Source: an optimization exercise on an open RTL-to-GDS flow (aim: small area, a short achievable clock period and few clock cycles per item). Production flows keep margins and buffers that such runs may drop. No run shown here included a check of the RTL's function; only the layout flow was run.

==> flow/design.v (outline; a module is shown in full before it is edited, if it fits) <==
// module shot_unit: 4585 lines
module shot_unit (
  input  wire        clk,
  input  wire        rst,
  input  wire        in_valid,
  output wire        in_ready,
  input  wire [7:0]  p00,
  input  wire [7:0]  p10,
  input  wire [7:0]  p01,
  input  wire [7:0]  p11,
  input  wire [5:0]  fx,
  input  wire [5:0]  fy,
  input  wire [15:0] f_pix,
  input  wire [7:0]  nominal,
  input  wire [16:0] s_x,
  input  wire [5:0]  l_x,
  input  wire [4:0]  rank,
  input  wire [3:0]  rho_in,
  input  wire [15:0] gain,
  input  wire [3:0]  state,
  input  wire        blank,
  output wire        out_valid,
  output wire [7:0]  code,
  output wire [3:0]  rho_out,
  output wire        rho_we,
  output wire [31:0] loss,
  output wire        sat,
  output wire        missed,
  output wire        stuck_over
);
  // ...
==> flow/flow/run.sh <==
#!/bin/bash
# Layout flow: the standard synthesis, then popt3.py (picks the polarity of
# each full adder, xor, mux and half adder, and swaps cells for complements, so that fewer
# inverters are needed; every register is kept as synthesized), then the standard flow's
# standard layout with sky130_fd_sc_hd__buf_1 as the port buffer.
# Each tool's output goes to a log file of its own in the work folder.
set -euo pipefail
cd "$(dirname "$0")/.."
W=$(pwd)
R=$W/orfs/results/${FLOW_PLATFORM:-sky130hd}/shot_unit/base
bash standard.sh synth > synth.log 2>&1
cp "$R/1_2_yosys.v" "$R/1_2_yosys_std.v"
python3 flow/popt3.py "$R/1_2_yosys_std.v" "$R/1_2_yosys.v" > popt.log 2>&1
BUFFER_PORTS_ARGS="-buffer_cell sky130_fd_sc_hd__buf_1" bash standard.sh finish > layout.log 2>&1
==> flow/standard.sh <==
#!/bin/bash
# synth_recipe.tcl (not shown) runs the flow's synth.tcl, then flattens the netlist and writes it again
# the make line also repeats each setting of config.mk as NAME=value (left out here)
make -C /OpenROAD-flow-scripts/flow DESIGN_CONFIG=/design/flow/config.mk WORK_HOME=/design/flow/orfs CLKGATE_MAP_FILE= SYNTH_SCRIPT=/design/flow/synth_recipe.tcl "${@:-finish}"
==> flow/config.mk <==
export PLATFORM = sky130hd
export DESIGN_NAME = shot_unit
export DESIGN_NICKNAME = shot_unit
export VERILOG_FILES = /design/flow/design.v
export SDC_FILE = /design/flow/constraint.sdc
export NUM_CORES = 4
export LEC_CHECK = 0
export ABC_AREA = 1
export CAP_MARGIN = 20
export CORE_MARGIN = 2
export CORE_UTILIZATION = 40
export CTS_BUF_LIST = sky130_fd_sc_hd__clkbuf_8
export CTS_CLUSTER_DIAMETER = 60
export CTS_CLUSTER_SIZE = 20
export SLEW_MARGIN = 20
==> flow/constraint.sdc <==
create_clock -name core_clock -period 300.0 [get_ports {clk}]
set_input_delay 60.0000 -clock core_clock [delete_from_list [all_inputs] [get_ports {clk}]]
set_output_delay 60.0000 -clock core_clock [all_outputs]
set_load 0.01 [all_outputs]
Not shown: flow/flow/popt3.py
==> key figures, run 1 <==
Status
  • Status: no timing/DRC/antenna violations

GRT
  • Met3 usage in global routing: 0.0272
  • Congestion Overflow GR: 0
  • First-pass GRT wire length: 156 mm
  • M1 GR Usage: 0.283

Worst hold path
  • WHS Endpoint: c2_f[0]$_DFF_P_

Die
  • DIE HEIGHT: 307 um
  • Core Box Area: 0.0912 mm2

Drt
  • Top Metal Used: met4
  • 1st-iter DRT viols: 1,822

Timing
  • WHS: 320 ps
  • RSZ-0062 raised after global routing: false
  • Final setup margin: 238,570 ps
  • Max-slew headroom: 0.342
  • Post-route minimum period: 61,430 ps

Finish
  • Fraction of area in registers: 0.129
  • Top reg by flops: o

Clock tree
  • CTS Hold Bufs: 0
  • Number of CTS-inserted buffers: 29

Critical path
  • Slowest stage delay, CP: 490 ps
  • Critical-path cell list: buf_1
  • R2R Setup Slk: 244,840 ps

Synthesis
  • Mean Syn Cell Area: 9.65 um2

Placement
  • DP HPWL: 76.2 mm
  • DP Worst Slack: 238,200 ps
  • Placed cell areas: 0.0385 mm2
==> run 2, diff against run 1 <==
--- a/flow/config.mk
+++ b/flow/config.mk
@@ -5,7 +5,7 @@
 export SDC_FILE = /design/flow/constraint.sdc
 export NUM_CORES = 4
 export LEC_CHECK = 0
-export ABC_AREA = 1
+export ABC_AREA = 0
 export CAP_MARGIN = 20
 export CORE_MARGIN = 2
 export CORE_UTILIZATION = 40
==> run 2 against run 1 <==
  * Still clean
  * Synthesized cell count is 7.4% lower
  * Non-clock buffer count is 1 lower
  * Clock-buffer cell count is 2 lower
  * Critical path type unchanged
  * Critical endpoint is now loss[24]
==> key figures, run 2 <==
Drt
  • Vias per cell: 5.28
  • Post-route ant nets: 0
  • Via Count: 25,600
  • DRT Pass-1 Iters: 6
  • 1st-iter DRT viols: 1,775 (-2.6%)
  • DR DRC count: 0
  • Final WL: 98.1 mm
  • Post-DR wirelength/cell: 20.2 um

GRT
  • Congestion Overflow GR: 0 (unchanged)
  • First-pass GRT wire length: 158 mm (+1.3%)
  • Total GRT Usage: 0.211
  • Largest net degree at the start of global routing: 43
  • Vias in the first global route: 27,600
  • Antenna violations before repair: 0

Critical path
  • Critical Path RT: 240,000 ps
  • R2R Setup Slk: 246,210 ps (+1370 ps)
  • Critical path class: register to output port
  • Crit path to: loss[24]
  • CP startpoint: o[33]$_DFF_P_
  • Slowest stage delay, CP: 480 ps (about the same)
  • Reg2reg end: c1_R[1]$_DFF_P_
  • Crit path depth: 1
  • R2R Path Start: fx_q[1]$_DFF_P_
  • Worst EP arrival: 1330 ps
  • Top delay family on crit path: flip-flops
  • Reg2reg path depth: 154
  • Worst-path fanout max: 11
  • Worst Setup Start Kind: register
  • Worst Setup End Kind: output port
  • Critical-path cell list: buf_1
  • Crit path buffers/inverters: 1
  • Crit-path slowest cell: dfxtp_1

Synthesis
  • Syn_nets: 4,536
  • Warnings from Yosys: 1
  • Mean Syn Cell Area: 10.7 um2 (+10%)
  • Cells after Synth: 3,524
  • Synthesized area: 0.0376 mm2

Clock tree
  • Clock Sinks: 254
  • Number of CTS-inserted buffers: 25 (-14%)
  • CTS H-Tree Depth: 1
  • TritonCTS clock tree: yes
  • CTS Hold Bufs: 0 (unchanged)
  • Postcts setup bufs: 0
  • # resized after CTS: 0
  • CTS Buffer Depth: 3
  • Clk slew on worst S/H paths: 100 ps
  • Clock Latency Late Sink: 710 ps
  • Clock root cell: clkbuf_8

Timing
  • Max-slew headroom: 0.181 (-0.162)
  • Final TNS setup: 0 ps
  • Fmax: 16.3 MHz
  • Max Slew Vio Count: 0
  • Final setup fails: 0
  • Final Skew: 71.3 ps
  • Final setup margin: 238,670 ps (+97.0 ps)
  • Post-route minimum period: 61,330 ps (-97.0 ps)
  • Measured slew at the worst slew-check pin: 1220 ps
  • Fin. Hold Viols: 0
  • Fin crit share: 0.204
  • RSZ-0062 raised after global routing: false

Finish
  • Nets: 4,598
  • Post-route insts no fill: 4,857
  • Max FFs per register: 38
  • Synthesis-to-layout area growth: 6.75%
  • Fillcell total: 9,000
  • FF/Latch Area: 0.00508 mm2
  • Share of cells above drive strength 1: 0.0797
  • Commonest non-fill, non-tap cell in the layout: fa_1
  • Top reg by flops: o
  • Biggest regs: o: 38 flops, c2_w: 22 flops, s_q: 17 flops
  • Most frequent cells in the layout: fa_1, inv_1, nand2_1
  • Ant diodes: 0
  • Area taken by multi-input logic gates: 0.0305 mm2

Placement
  • DP Worst Slack: 238,450 ps (+258 ps)
  • DP HPWL: 79.3 mm (+4.1%)
  • IO Port Bufs: 172
  • Placed Instances: 4,813
  • GPL Wtd Cong: 0.970

Die
  • Die W: 310 um
  • DIE HEIGHT: 310 um (+1.1%)
  • Initial Utilization: 0.403
  • IO Count: 174
  • Core Box Area: 0.0932 mm2 (+2.1%)
  • Die footprint: 0.0963 mm2
  • Num rows: 112

Status
  • Status: no timing/DRC/antenna violations

Worst hold path
  • Worst min path class: register to register

Run
  • Max Cap Viol: 0
## run 2: how the worst min path moves through the flow
stage,startpoint,to,slack [ps],cells past startpoint
after CTS,c1_G[13]$_DFF_P_,c2_G[13]$_DFF_P_,280,0
after global routing,c1_G[13]$_DFF_P_,c2_G[13]$_DFF_P_,300,0
after detailed placement,rho_q[0]$_DFF_P_,c1_rho[0]$_DFF_P_,310,0
final,c1_G[13]$_DFF_P_,c2_G[13]$_DFF_P_,310,0
after floorplan,g_q[0]$_DFF_P_,c1_G[0]$_DFF_P_,310,0
after global placement,c1_G[2]$_DFF_P_,c2_G[2]$_DFF_P_,310,0
## run 2: metrics by stage
stage,hold slack [ps],area (um2),util
finish,309,40100,0.430
global placement,310,39500,0.424
floorplan,310,37600,-
CTS,276,40100,0.430
global route,300,40100,0.430
detailed placement,312,39500,0.424
## run 2: layer usage
layer / wire length [um] / vias up / track usage
li1: - / 11600 / -
met4: 3080 / 0 / 0.0579
met1: 42400 / 13000 / 0.291
met3: 7050 / 181 / 0.0348
met5: 0 / - / 0
met2: 45600 / 904 / 0.346
## run 2: area by class of cell
cell class,count,area share
clock buffer,27,0.00927
tap,1254,0.0391
inverter,315,0.0295
timing repair buffer,238,0.0285
clock inverter,17,0.00565
multi-input combinational,2752,0.761
sequential,254,0.127
## run 2: worst reg2reg max path: cells and delay by family (launching register included)
family          cells  cell delay, ps
simple gates       14            1850
mux                 4            1130
fa+ha+maj         113           44390
buf+inv             7            1340
xor+xnor            4             930
flops               1             960
compound gates     12            3060

-- port drivers added, routing unchanged --
The results above use ideal ports. As a check the final layouts listed here were re-extracted and re-timed, cells and wires unchanged.
Step 1, drivers: a clkbuf_16 drives clk and a buf_2 each remaining input, both assumed.
Step 2 moves the port delays by t, midway between the first and last clock arrival at a register: inputs arrive t later, outputs are due t later. That takes back most of the time a late clock gives input paths.
a / b / c = no drivers / after step 1 / after step 2; a / b = the first two.
run | shift t [ns] | setup slack, ns | latest minus earliest clock arrival (ns) | worst register clock-pin slew, ns | worst data-port slew with drivers (ns)
run 1 | 0.779 | 238.574 / 238.514 / 238.323 | 0.057 / 0.056 | 0.11 / 0.11 | 0.04
run 2 | 0.728 | 238.671 / 238.614 / 238.441 | 0.073 / 0.072 | 0.11 / 0.11 | 0.08
After both steps setup and hold are still met in every run listed. The setup slack of run 1, which loses most, moves by -0.060 ns with the drivers and by -0.251 ns with both steps.
